This design comes from an exercise in tuning for small area, a short achievable clock period and few clock cycles per item on the open sky130 flow, not from production work. Only simulation tests tie the RTL to the original design; equivalence was not proved.

==> exp/amber: inputs <==
Design fe_channel, start of the top module:
module fe_channel (
    input  wire        clk,
    input  wire        rst,           
    input  wire        restart,
    input  wire        cfg_dc_en,
    input  wire [4:0]  cfg_k,         
    input  wire [1:0]  cfg_mode,      
    input  wire [5:0]  cfg_len,       
    input  wire [4:0]  cfg_sh_in,
    input  wire [4:0]  cfg_sh_dc,
    input  wire [4:0]  cfg_sh_fir,
    input  wire        coef_we,
    input  wire [3:0]  coef_addr,
    input  wire [17:0] coef_data,
    input  wire        in_valid,
    output wire        in_ready,
    input  wire [31:0] in_word,       
    input  wire        in_freeze,     
    output reg         out_valid,
    output reg  [31:0] out_word
);
clock: 17.0 ns
lec_check: 0
abc_area: 1
cap_margin: 20
cell_pad_in_sites_detail_placement: 1
core_margin: 2
core_utilization: 30
place_density: 0.4
setup_slack_margin: 0.5
slew_margin: 20
standard.sh (not shown) runs the stock make flow with config.mk's settings and CLKGATE_MAP_FILE= SYNTH_SCRIPT=/design/flow/synth_recipe.tcl, a recipe that flattens the netlist after the stock synthesis.
==> flow/flow/run.sh <==
#!/bin/bash
# Own layout flow: the standard.sh (ORFS, synthesis to finish) with
#  - the timing repair (floorplan, CTS, global route) asked to leave 11.5 ns of
#    setup slack at the 17 ns constraint, i.e. to work on every path longer
#    than 5.5 ns, and allowed to resize cells across footprints;
#  - ports buffered with buf_4 cells;
#  - global routing with less met1/met2 capacity (flow/fastroute.tcl);
#  - after the standard synthesis, flow/invopt.py moves inverters around the
#    full adders (a full adder is self-dual), checked by simulation.
# The constraint (constraint.sdc) and the registers are not changed.
set -euo pipefail
cd "$(dirname "$0")/.."
LIB=/OpenROAD-flow-scripts/flow/platforms/sky130hd/lib/sky130_fd_sc_hd__tt_025C_1v80.lib
sed -e 's/SETUP_SLACK_MARGIN=[-0-9.]*/SETUP_SLACK_MARGIN=11.5/' \
    -e 's|"\${@:-finish}"|MATCH_CELL_FOOTPRINT=0 FASTROUTE_TCL=$PWD/flow/fastroute.tcl "BUFFER_PORTS_ARGS=-buffer_cell sky130_fd_sc_hd__buf_4" "${@:-finish}"|' \
    standard.sh > flow_standard.sh
bash flow_standard.sh synth > synth.log 2>&1
R=orfs/results/sky130hd/fe_channel/base
cp $R/1_2_yosys.v $R/1_2_yosys_standard.v
python3 flow/invopt.py $R/1_2_yosys.v $LIB > invopt.log 2>&1 || echo "invopt failed: netlist left as synthesized" >> invopt.log
rm -f $R/1_synth.odb $R/1_synth.sdc
bash flow_standard.sh > layout.log 2>&1
Other scripts of this flow, unchanged in this note and not shown: flow/flow/fastroute.tcl, flow/flow/invopt.py
==> exp/harbor: changes against exp/amber <==
--- a/flow/design.v
+++ b/flow/design.v
@@ -102,17 +102,30 @@
     wire signed [24:0] in_t_a6 = in_t_1 >>> 24;
     wire signed [24:0] in_t_a7 = in_t_1 >>> 28;
     wire signed [24:0] in_t = ({25{in_t_sa[0]}} & in_t_a0) | ({25{in_t_sa[1]}} & in_t_a1) | ({25{in_t_sa[2]}} & in_t_a2) | ({25{in_t_sa[3]}} & in_t_a3) | ({25{in_t_sa[4]}} & in_t_a4) | ({25{in_t_sa[5]}} & in_t_a5) | ({25{in_t_sa[6]}} & in_t_a6) | ({25{in_t_sa[7]}} & in_t_a7);
     wire signed [25:0] in_t1 = in_t + 26'sd1;
     reg               v1;
     reg signed [23:0] x0;
+    reg signed [47:0] dc_xk;          
+    wire signed [23:0] x0n = in_t1[24:1];
+    wire [4:0]        dc_ls = 5'd24 - k_sh;
+    reg  [3:0] xkn_sb;
+    reg  [7:0] xkn_sa;
+    always @(posedge clk) begin
+        for (i = 0; i < 4; i = i + 1) xkn_sb[i] <= (dc_ls[1:0] == i);
+        for (i = 0; i < 8; i = i + 1) xkn_sa[i] <= (dc_ls[4:2] == i);
+    end
+    wire [47:0] xkn_i = {{24{x0n[23]}}, x0n};
+    wire [47:0] xkn_1 = ({48{xkn_sb[0]}} & (xkn_i << 0)) | ({48{xkn_sb[1]}} & (xkn_i << 1)) | ({48{xkn_sb[2]}} & (xkn_i << 2)) | ({48{xkn_sb[3]}} & (xkn_i << 3));
+    wire [47:0] xkn = ({48{xkn_sa[0]}} & (xkn_1 << 0)) | ({48{xkn_sa[1]}} & (xkn_1 << 4)) | ({48{xkn_sa[2]}} & (xkn_1 << 8)) | ({48{xkn_sa[3]}} & (xkn_1 << 12)) | ({48{xkn_sa[4]}} & (xkn_1 << 16)) | ({48{xkn_sa[5]}} & (xkn_1 << 20)) | ({48{xkn_sa[6]}} & (xkn_1 << 24)) | ({48{xkn_sa[7]}} & (xkn_1 << 28));
     reg [3:0]         f1;
     reg               frz1;
     always @(posedge clk) begin
         v1   <= v0 & ~clr_q;
-        x0   <= in_t1[24:1];
+        x0   <= x0n;
+        dc_xk <= xkn;
         f1   <= f_r;
         frz1 <= frz_r;
     end
     reg signed [47:0] m;
     reg               m_valid;
     wire signed [47:0] dc_x    = {x0, 24'd0};
@@ -121,39 +134,29 @@
     reg  [31:0]        dc_mask;
     always @(posedge clk) begin
         for (i = 0; i < 4; i = i + 1) dc_sb[i] <= (k_sh[1:0] == i);
         for (i = 0; i < 8; i = i + 1) dc_sa[i] <= (k_sh[4:2] == i);
         dc_mask <= ~(32'hFFFFFFFF << k_sh);
     end
-    wire signed [47:0] dc_m1, dc_mk, dc_x1, dc_xk;
+    wire signed [47:0] dc_m1, dc_mk;
     wire signed [47:0] dc_ms [0:3];
     wire signed [47:0] dc_mt [0:7];
-    wire signed [47:0] dc_xs [0:3];
-    wire signed [47:0] dc_xt [0:7];
     generate
         for (gi = 0; gi < 4; gi = gi + 1) begin : g_dcs
             assign dc_ms[gi] = m >>> gi;
-            assign dc_xs[gi] = dc_x >>> gi;
         end
         for (gi = 0; gi < 8; gi = gi + 1) begin : g_dct
             assign dc_mt[gi] = dc_m1 >>> (4 * gi);
-            assign dc_xt[gi] = dc_x1 >>> (4 * gi);
         end
     endgenerate
     assign dc_m1 = ({48{dc_sb[0]}} & dc_ms[0]) | ({48{dc_sb[1]}} & dc_ms[1]) |
                    ({48{dc_sb[2]}} & dc_ms[2]) | ({48{dc_sb[3]}} & dc_ms[3]);
-    assign dc_x1 = ({48{dc_sb[0]}} & dc_xs[0]) | ({48{dc_sb[1]}} & dc_xs[1]) |
-                   ({48{dc_sb[2]}} & dc_xs[2]) | ({48{dc_sb[3]}} & dc_xs[3]);
     assign dc_mk = ({48{dc_sa[0]}} & dc_mt[0]) | ({48{dc_sa[1]}} & dc_mt[1]) |
                    ({48{dc_sa[2]}} & dc_mt[2]) | ({48{dc_sa[3]}} & dc_mt[3]) |
                    ({48{dc_sa[4]}} & dc_mt[4]) | ({48{dc_sa[5]}} & dc_mt[5]) |
                    ({48{dc_sa[6]}} & dc_mt[6]) | ({48{dc_sa[7]}} & dc_mt[7]);
-    assign dc_xk = ({48{dc_sa[0]}} & dc_xt[0]) | ({48{dc_sa[1]}} & dc_xt[1]) |
-                   ({48{dc_sa[2]}} & dc_xt[2]) | ({48{dc_sa[3]}} & dc_xt[3]) |
-                   ({48{dc_sa[4]}} & dc_xt[4]) | ({48{dc_sa[5]}} & dc_xt[5]) |
-                   ({48{dc_sa[6]}} & dc_xt[6]) | ({48{dc_sa[7]}} & dc_xt[7]);
     wire               dc_z    = ~|(m[31:0] & dc_mask);
     wire [47:0]        dc_o3   = ~dc_mk;
     wire [47:0]        dc_cs   = m ^ dc_xk ^ dc_o3;
     wire [47:0]        dc_cc   = (m & dc_xk) | (m & dc_o3) | (dc_xk & dc_o3);
     wire [47:0]        dc_cc1  = {dc_cc[46:0], 1'b0};
     wire [47:0] dc_mn_g0 = dc_cs & dc_cc1;
==> flow/flow/run.sh (replaced) <==
#!/bin/bash
# Own layout flow: the standard.sh (ORFS, synthesis to finish) with
#  - the timing repair (floorplan, CTS, global route) asked to leave 11.5 ns of
#    setup slack at the 17 ns constraint, i.e. to work on every path longer
#    than 5.5 ns, and allowed to resize cells across footprints;
#  - ports buffered with buf_4 cells;
#  - global routing with less met1/met2 capacity (flow/fastroute.tcl);
#  - clock tree sinks clustered by 20 within 50 um, without dummy loads;
#  - after the standard synthesis, flow/invopt.py moves inverters around the
#    full adders (a full adder is self-dual), checked by simulation.
# The constraint (constraint.sdc) and the registers are not changed.
set -euo pipefail
cd "$(dirname "$0")/.."
LIB=/OpenROAD-flow-scripts/flow/platforms/sky130hd/lib/sky130_fd_sc_hd__tt_025C_1v80.lib
sed -e 's/SETUP_SLACK_MARGIN=[-0-9.]*/SETUP_SLACK_MARGIN=11.5/' \
    -e 's|"\${@:-finish}"|MATCH_CELL_FOOTPRINT=0 FASTROUTE_TCL=$PWD/flow/fastroute.tcl "CTS_ARGS=-sink_clustering_enable -repair_clock_nets -sink_clustering_size 20 -sink_clustering_max_diameter 50 -dont_use_dummy_load" "BUFFER_PORTS_ARGS=-buffer_cell sky130_fd_sc_hd__buf_4" "${@:-finish}"|' \
    standard.sh > flow_standard.sh
bash flow_standard.sh synth > synth.log 2>&1
R=orfs/results/sky130hd/fe_channel/base
cp $R/1_2_yosys.v $R/1_2_yosys_standard.v
python3 flow/invopt.py $R/1_2_yosys.v $LIB > invopt.log 2>&1 || echo "invopt failed: netlist left as synthesized" >> invopt.log
rm -f $R/1_synth.odb $R/1_synth.sdc
bash flow_standard.sh > layout.log 2>&1
==> flow/config.mk (replaced) <==
export PLATFORM = sky130hd
export DESIGN_NAME = fe_channel
export DESIGN_NICKNAME = fe_channel
export VERILOG_FILES = /design/flow/design.v
export SDC_FILE = /design/flow/constraint.sdc
export NUM_CORES = 4
export LEC_CHECK = 0
export ABC_AREA = 1
export CAP_MARGIN = 50
export CORE_MARGIN = 2
export CORE_UTILIZATION = 38
export PLACE_DENSITY = 0.45
export SETUP_SLACK_MARGIN = 0.5
export SLEW_MARGIN = 50
==> exp/quartz: changes against exp/amber <==
--- a/flow/design.v
+++ b/flow/design.v
@@ -102,17 +102,30 @@
     wire signed [24:0] in_t_a6 = in_t_1 >>> 24;
     wire signed [24:0] in_t_a7 = in_t_1 >>> 28;
     wire signed [24:0] in_t = ({25{in_t_sa[0]}} & in_t_a0) | ({25{in_t_sa[1]}} & in_t_a1) | ({25{in_t_sa[2]}} & in_t_a2) | ({25{in_t_sa[3]}} & in_t_a3) | ({25{in_t_sa[4]}} & in_t_a4) | ({25{in_t_sa[5]}} & in_t_a5) | ({25{in_t_sa[6]}} & in_t_a6) | ({25{in_t_sa[7]}} & in_t_a7);
     wire signed [25:0] in_t1 = in_t + 26'sd1;
     reg               v1;
     reg signed [23:0] x0;
+    reg signed [47:0] dc_xk;          
+    wire signed [23:0] x0n = in_t1[24:1];
+    wire [4:0]        dc_ls = 5'd24 - k_sh;
+    reg  [3:0] xkn_sb;
+    reg  [7:0] xkn_sa;
+    always @(posedge clk) begin
+        for (i = 0; i < 4; i = i + 1) xkn_sb[i] <= (dc_ls[1:0] == i);
+        for (i = 0; i < 8; i = i + 1) xkn_sa[i] <= (dc_ls[4:2] == i);
+    end
+    wire [47:0] xkn_i = {{24{x0n[23]}}, x0n};
+    wire [47:0] xkn_1 = ({48{xkn_sb[0]}} & (xkn_i << 0)) | ({48{xkn_sb[1]}} & (xkn_i << 1)) | ({48{xkn_sb[2]}} & (xkn_i << 2)) | ({48{xkn_sb[3]}} & (xkn_i << 3));
+    wire [47:0] xkn = ({48{xkn_sa[0]}} & (xkn_1 << 0)) | ({48{xkn_sa[1]}} & (xkn_1 << 4)) | ({48{xkn_sa[2]}} & (xkn_1 << 8)) | ({48{xkn_sa[3]}} & (xkn_1 << 12)) | ({48{xkn_sa[4]}} & (xkn_1 << 16)) | ({48{xkn_sa[5]}} & (xkn_1 << 20)) | ({48{xkn_sa[6]}} & (xkn_1 << 24)) | ({48{xkn_sa[7]}} & (xkn_1 << 28));
     reg [3:0]         f1;
     reg               frz1;
     always @(posedge clk) begin
         v1   <= v0 & ~clr_q;
-        x0   <= in_t1[24:1];
+        x0   <= x0n;
+        dc_xk <= xkn;
         f1   <= f_r;
         frz1 <= frz_r;
     end
     reg signed [47:0] m;
     reg               m_valid;
     wire signed [47:0] dc_x    = {x0, 24'd0};
@@ -121,39 +134,29 @@
     reg  [31:0]        dc_mask;
     always @(posedge clk) begin
         for (i = 0; i < 4; i = i + 1) dc_sb[i] <= (k_sh[1:0] == i);
         for (i = 0; i < 8; i = i + 1) dc_sa[i] <= (k_sh[4:2] == i);
         dc_mask <= ~(32'hFFFFFFFF << k_sh);
     end
-    wire signed [47:0] dc_m1, dc_mk, dc_x1, dc_xk;
+    wire signed [47:0] dc_m1, dc_mk;
     wire signed [47:0] dc_ms [0:3];
     wire signed [47:0] dc_mt [0:7];
-    wire signed [47:0] dc_xs [0:3];
-    wire signed [47:0] dc_xt [0:7];
     generate
         for (gi = 0; gi < 4; gi = gi + 1) begin : g_dcs
             assign dc_ms[gi] = m >>> gi;
-            assign dc_xs[gi] = dc_x >>> gi;
         end
         for (gi = 0; gi < 8; gi = gi + 1) begin : g_dct
             assign dc_mt[gi] = dc_m1 >>> (4 * gi);
-            assign dc_xt[gi] = dc_x1 >>> (4 * gi);
         end
     endgenerate
     assign dc_m1 = ({48{dc_sb[0]}} & dc_ms[0]) | ({48{dc_sb[1]}} & dc_ms[1]) |
                    ({48{dc_sb[2]}} & dc_ms[2]) | ({48{dc_sb[3]}} & dc_ms[3]);
-    assign dc_x1 = ({48{dc_sb[0]}} & dc_xs[0]) | ({48{dc_sb[1]}} & dc_xs[1]) |
-                   ({48{dc_sb[2]}} & dc_xs[2]) | ({48{dc_sb[3]}} & dc_xs[3]);
     assign dc_mk = ({48{dc_sa[0]}} & dc_mt[0]) | ({48{dc_sa[1]}} & dc_mt[1]) |
                    ({48{dc_sa[2]}} & dc_mt[2]) | ({48{dc_sa[3]}} & dc_mt[3]) |
                    ({48{dc_sa[4]}} & dc_mt[4]) | ({48{dc_sa[5]}} & dc_mt[5]) |
                    ({48{dc_sa[6]}} & dc_mt[6]) | ({48{dc_sa[7]}} & dc_mt[7]);
-    assign dc_xk = ({48{dc_sa[0]}} & dc_xt[0]) | ({48{dc_sa[1]}} & dc_xt[1]) |
-                   ({48{dc_sa[2]}} & dc_xt[2]) | ({48{dc_sa[3]}} & dc_xt[3]) |
-                   ({48{dc_sa[4]}} & dc_xt[4]) | ({48{dc_sa[5]}} & dc_xt[5]) |
-                   ({48{dc_sa[6]}} & dc_xt[6]) | ({48{dc_sa[7]}} & dc_xt[7]);
     wire               dc_z    = ~|(m[31:0] & dc_mask);
     wire [47:0]        dc_o3   = ~dc_mk;
     wire [47:0]        dc_cs   = m ^ dc_xk ^ dc_o3;
     wire [47:0]        dc_cc   = (m & dc_xk) | (m & dc_o3) | (dc_xk & dc_o3);
     wire [47:0]        dc_cc1  = {dc_cc[46:0], 1'b0};
     wire [47:0] dc_mn_g0 = dc_cs & dc_cc1;
==> flow/flow/run.sh (replaced) <==
#!/bin/bash
# Own layout flow: the standard.sh (ORFS, synthesis to finish) with
#  - the timing repair (floorplan, CTS, global route) asked to leave 11.5 ns of
#    setup slack at the 17 ns constraint, i.e. to work on every path longer
#    than 5.5 ns, and allowed to resize cells across footprints;
#  - ports buffered with buf_4 cells;
#  - global routing with less met1/met2 capacity (flow/fastroute.tcl);
#  - clock tree sinks clustered by 20 within 50 um, without dummy loads;
#  - after the standard synthesis, flow/invopt.py moves inverters around the
#    full adders (a full adder is self-dual), checked by simulation.
# The constraint (constraint.sdc) and the registers are not changed.
set -euo pipefail
cd "$(dirname "$0")/.."
LIB=/OpenROAD-flow-scripts/flow/platforms/sky130hd/lib/sky130_fd_sc_hd__tt_025C_1v80.lib
sed -e 's/SETUP_SLACK_MARGIN=[-0-9.]*/SETUP_SLACK_MARGIN=11.5/' \
    -e 's|"\${@:-finish}"|MATCH_CELL_FOOTPRINT=0 FASTROUTE_TCL=$PWD/flow/fastroute.tcl "CTS_ARGS=-sink_clustering_enable -repair_clock_nets -sink_clustering_size 20 -sink_clustering_max_diameter 50 -dont_use_dummy_load" "BUFFER_PORTS_ARGS=-buffer_cell sky130_fd_sc_hd__buf_4" "${@:-finish}"|' \
    standard.sh > flow_standard.sh
bash flow_standard.sh synth > synth.log 2>&1
R=orfs/results/sky130hd/fe_channel/base
cp $R/1_2_yosys.v $R/1_2_yosys_standard.v
python3 flow/invopt.py $R/1_2_yosys.v $LIB > invopt.log 2>&1 || echo "invopt failed: netlist left as synthesized" >> invopt.log
rm -f $R/1_synth.odb $R/1_synth.sdc
bash flow_standard.sh > layout.log 2>&1
==> flow/config.mk (replaced) <==
export PLATFORM = sky130hd
export DESIGN_NAME = fe_channel
export DESIGN_NICKNAME = fe_channel
export VERILOG_FILES = /design/flow/design.v
export SDC_FILE = /design/flow/constraint.sdc
export NUM_CORES = 4
export LEC_CHECK = 0
export ABC_AREA = 1
export CAP_MARGIN = 20
export CORE_MARGIN = 2
export CORE_UTILIZATION = 38
export PLACE_DENSITY = 0.45
export SETUP_SLACK_MARGIN = 0.5
export SLEW_MARGIN = 20
==> exp/ember: changes against exp/amber <==
--- a/flow/design.v
+++ b/flow/design.v
@@ -102,17 +102,30 @@
     wire signed [24:0] in_t_a6 = in_t_1 >>> 24;
     wire signed [24:0] in_t_a7 = in_t_1 >>> 28;
     wire signed [24:0] in_t = ({25{in_t_sa[0]}} & in_t_a0) | ({25{in_t_sa[1]}} & in_t_a1) | ({25{in_t_sa[2]}} & in_t_a2) | ({25{in_t_sa[3]}} & in_t_a3) | ({25{in_t_sa[4]}} & in_t_a4) | ({25{in_t_sa[5]}} & in_t_a5) | ({25{in_t_sa[6]}} & in_t_a6) | ({25{in_t_sa[7]}} & in_t_a7);
     wire signed [25:0] in_t1 = in_t + 26'sd1;
     reg               v1;
     reg signed [23:0] x0;
+    reg signed [47:0] dc_xk;          
+    wire signed [23:0] x0n = in_t1[24:1];
+    wire [4:0]        dc_ls = 5'd24 - k_sh;
+    reg  [3:0] xkn_sb;
+    reg  [7:0] xkn_sa;
+    always @(posedge clk) begin
+        for (i = 0; i < 4; i = i + 1) xkn_sb[i] <= (dc_ls[1:0] == i);
+        for (i = 0; i < 8; i = i + 1) xkn_sa[i] <= (dc_ls[4:2] == i);
+    end
+    wire [47:0] xkn_i = {{24{x0n[23]}}, x0n};
+    wire [47:0] xkn_1 = ({48{xkn_sb[0]}} & (xkn_i << 0)) | ({48{xkn_sb[1]}} & (xkn_i << 1)) | ({48{xkn_sb[2]}} & (xkn_i << 2)) | ({48{xkn_sb[3]}} & (xkn_i << 3));
+    wire [47:0] xkn = ({48{xkn_sa[0]}} & (xkn_1 << 0)) | ({48{xkn_sa[1]}} & (xkn_1 << 4)) | ({48{xkn_sa[2]}} & (xkn_1 << 8)) | ({48{xkn_sa[3]}} & (xkn_1 << 12)) | ({48{xkn_sa[4]}} & (xkn_1 << 16)) | ({48{xkn_sa[5]}} & (xkn_1 << 20)) | ({48{xkn_sa[6]}} & (xkn_1 << 24)) | ({48{xkn_sa[7]}} & (xkn_1 << 28));
     reg [3:0]         f1;
     reg               frz1;
     always @(posedge clk) begin
         v1   <= v0 & ~clr_q;
-        x0   <= in_t1[24:1];
+        x0   <= x0n;
+        dc_xk <= xkn;
         f1   <= f_r;
         frz1 <= frz_r;
     end
     reg signed [47:0] m;
     reg               m_valid;
     wire signed [47:0] dc_x    = {x0, 24'd0};
@@ -121,39 +134,29 @@
     reg  [31:0]        dc_mask;
     always @(posedge clk) begin
         for (i = 0; i < 4; i = i + 1) dc_sb[i] <= (k_sh[1:0] == i);
         for (i = 0; i < 8; i = i + 1) dc_sa[i] <= (k_sh[4:2] == i);
         dc_mask <= ~(32'hFFFFFFFF << k_sh);
     end
-    wire signed [47:0] dc_m1, dc_mk, dc_x1, dc_xk;
+    wire signed [47:0] dc_m1, dc_mk;
     wire signed [47:0] dc_ms [0:3];
     wire signed [47:0] dc_mt [0:7];
-    wire signed [47:0] dc_xs [0:3];
-    wire signed [47:0] dc_xt [0:7];
     generate
         for (gi = 0; gi < 4; gi = gi + 1) begin : g_dcs
             assign dc_ms[gi] = m >>> gi;
-            assign dc_xs[gi] = dc_x >>> gi;
         end
         for (gi = 0; gi < 8; gi = gi + 1) begin : g_dct
             assign dc_mt[gi] = dc_m1 >>> (4 * gi);
-            assign dc_xt[gi] = dc_x1 >>> (4 * gi);
         end
     endgenerate
     assign dc_m1 = ({48{dc_sb[0]}} & dc_ms[0]) | ({48{dc_sb[1]}} & dc_ms[1]) |
                    ({48{dc_sb[2]}} & dc_ms[2]) | ({48{dc_sb[3]}} & dc_ms[3]);
-    assign dc_x1 = ({48{dc_sb[0]}} & dc_xs[0]) | ({48{dc_sb[1]}} & dc_xs[1]) |
-                   ({48{dc_sb[2]}} & dc_xs[2]) | ({48{dc_sb[3]}} & dc_xs[3]);
     assign dc_mk = ({48{dc_sa[0]}} & dc_mt[0]) | ({48{dc_sa[1]}} & dc_mt[1]) |
                    ({48{dc_sa[2]}} & dc_mt[2]) | ({48{dc_sa[3]}} & dc_mt[3]) |
                    ({48{dc_sa[4]}} & dc_mt[4]) | ({48{dc_sa[5]}} & dc_mt[5]) |
                    ({48{dc_sa[6]}} & dc_mt[6]) | ({48{dc_sa[7]}} & dc_mt[7]);
-    assign dc_xk = ({48{dc_sa[0]}} & dc_xt[0]) | ({48{dc_sa[1]}} & dc_xt[1]) |
-                   ({48{dc_sa[2]}} & dc_xt[2]) | ({48{dc_sa[3]}} & dc_xt[3]) |
-                   ({48{dc_sa[4]}} & dc_xt[4]) | ({48{dc_sa[5]}} & dc_xt[5]) |
-                   ({48{dc_sa[6]}} & dc_xt[6]) | ({48{dc_sa[7]}} & dc_xt[7]);
     wire               dc_z    = ~|(m[31:0] & dc_mask);
     wire [47:0]        dc_o3   = ~dc_mk;
     wire [47:0]        dc_cs   = m ^ dc_xk ^ dc_o3;
     wire [47:0]        dc_cc   = (m & dc_xk) | (m & dc_o3) | (dc_xk & dc_o3);
     wire [47:0]        dc_cc1  = {dc_cc[46:0], 1'b0};
     wire [47:0] dc_mn_g0 = dc_cs & dc_cc1;
==> flow/flow/run.sh (replaced) <==
#!/bin/bash
# Own layout flow: the standard.sh (ORFS, synthesis to finish) with
#  - the timing repair (floorplan, CTS, global route) asked to leave 11.5 ns of
#    setup slack at the 17 ns constraint, i.e. to work on every path longer
#    than 5.5 ns, and allowed to resize cells across footprints;
#  - ports buffered with buf_4 cells;
#  - global routing with less met1/met2 capacity (flow/fastroute.tcl);
#  - clock tree sinks clustered by 20 within 50 um, without dummy loads;
#  - after the standard synthesis, flow/invopt.py moves inverters around the
#    full adders (a full adder is self-dual), checked by simulation.
# The constraint (constraint.sdc) and the registers are not changed.
set -euo pipefail
cd "$(dirname "$0")/.."
LIB=/OpenROAD-flow-scripts/flow/platforms/sky130hd/lib/sky130_fd_sc_hd__tt_025C_1v80.lib
sed -e 's/SETUP_SLACK_MARGIN=[-0-9.]*/SETUP_SLACK_MARGIN=11.5/' \
    -e 's|"\${@:-finish}"|MATCH_CELL_FOOTPRINT=0 FASTROUTE_TCL=$PWD/flow/fastroute.tcl "CTS_ARGS=-sink_clustering_enable -repair_clock_nets -sink_clustering_size 20 -sink_clustering_max_diameter 50 -dont_use_dummy_load" "BUFFER_PORTS_ARGS=-buffer_cell sky130_fd_sc_hd__buf_4" "${@:-finish}"|' \
    standard.sh > flow_standard.sh
bash flow_standard.sh synth > synth.log 2>&1
R=orfs/results/sky130hd/fe_channel/base
cp $R/1_2_yosys.v $R/1_2_yosys_standard.v
python3 flow/invopt.py $R/1_2_yosys.v $LIB > invopt.log 2>&1 || echo "invopt failed: netlist left as synthesized" >> invopt.log
rm -f $R/1_synth.odb $R/1_synth.sdc
bash flow_standard.sh > layout.log 2>&1
==> flow/config.mk (replaced) <==
export PLATFORM = sky130hd
export DESIGN_NAME = fe_channel
export DESIGN_NICKNAME = fe_channel
export VERILOG_FILES = /design/flow/design.v
export SDC_FILE = /design/flow/constraint.sdc
export NUM_CORES = 4
export LEC_CHECK = 0
export ABC_AREA = 1
export CAP_MARGIN = 50
export CELL_PAD_IN_SITES_DETAIL_PLACEMENT = 1
export CORE_MARGIN = 2
export CORE_UTILIZATION = 30
export PLACE_DENSITY = 0.4
export SETUP_SLACK_MARGIN = 0.5
export SLEW_MARGIN = 50
==> comparison <==
- exp/amber finished with capacitance limit, slew limit left. exp/harbor finished with timing, DRC and antenna clean. exp/quartz produced a layout that fails on capacitance limit, slew limit. exp/ember passed the timing, DRC and antenna checks.
- Non-clock buffer count, lowest first: exp/quartz, exp/ember, exp/amber, exp/harbor.
- Via count, lowest first: exp/amber, exp/ember, exp/harbor, exp/quartz.
- Of exp/ember and exp/amber, exp/ember has the higher sequential cell count (gap 56).
- Of exp/amber and exp/ember, exp/amber has the higher routed wire length (gap about 3.8%, measured against exp/ember).
- Between exp/quartz and exp/ember, the lower first-iteration DRC count is in exp/ember (gap about 24%, measured against exp/ember).
Testbench counts of exp/amber, summed over its fixed seeds: cycles 4,944, items 4,800.
Testbench counts of exp/harbor, summed over its fixed seeds: cycles 4,944, items 4,800.
Testbench counts of exp/quartz, summed over its fixed seeds: cycles 4,944, items 4,800.
Testbench counts of exp/ember, summed over its fixed seeds: cycles 4,944, items 4,800.

## port drivers added, routing unchanged
How much do the figures lean on ideal ports? The routed layouts below were timed once more, with nothing changed but the port constraints. Step 1: set_driving_cell puts a clkbuf_16 on clk and a buf_2 on each other input, an assumption about the parent block. Step 2, shift: input delay + t, output delay - t, t = (earliest + latest rising clock arrival at the registers) / 2. This alone moves slack from input paths to output paths. Slacks: no drivers / after step 1 / after step 2; pairs: no drivers / after step 1.
| run | shift t [ns] | slack for setup (ns) | hold WS [ns] | latest minus earliest clock arrival (ns) |
|---|---|---|---|---|
| exp/amber | 1.268 | 11.505 / 11.505 / 11.505 | 0.319 / 0.319 / 0.319 | 0.116 / 0.116 |
| exp/harbor | 1.308 | 11.656 / 11.656 / 11.656 | 0.324 / 0.324 / 0.324 | 0.131 / 0.130 |
| exp/quartz | 1.319 | 11.164 / 11.164 / 11.164 | 0.326 / 0.326 / 0.326 | 0.139 / 0.139 |
| exp/ember | 1.216 | 11.713 / 11.713 / 11.627 | 0.309 / 0.309 / 0.309 | 0.149 / 0.149 |
For exp/ember, which loses most, drivers alone change the setup slack by 0.000 ns; drivers and shift together by -0.086 ns.
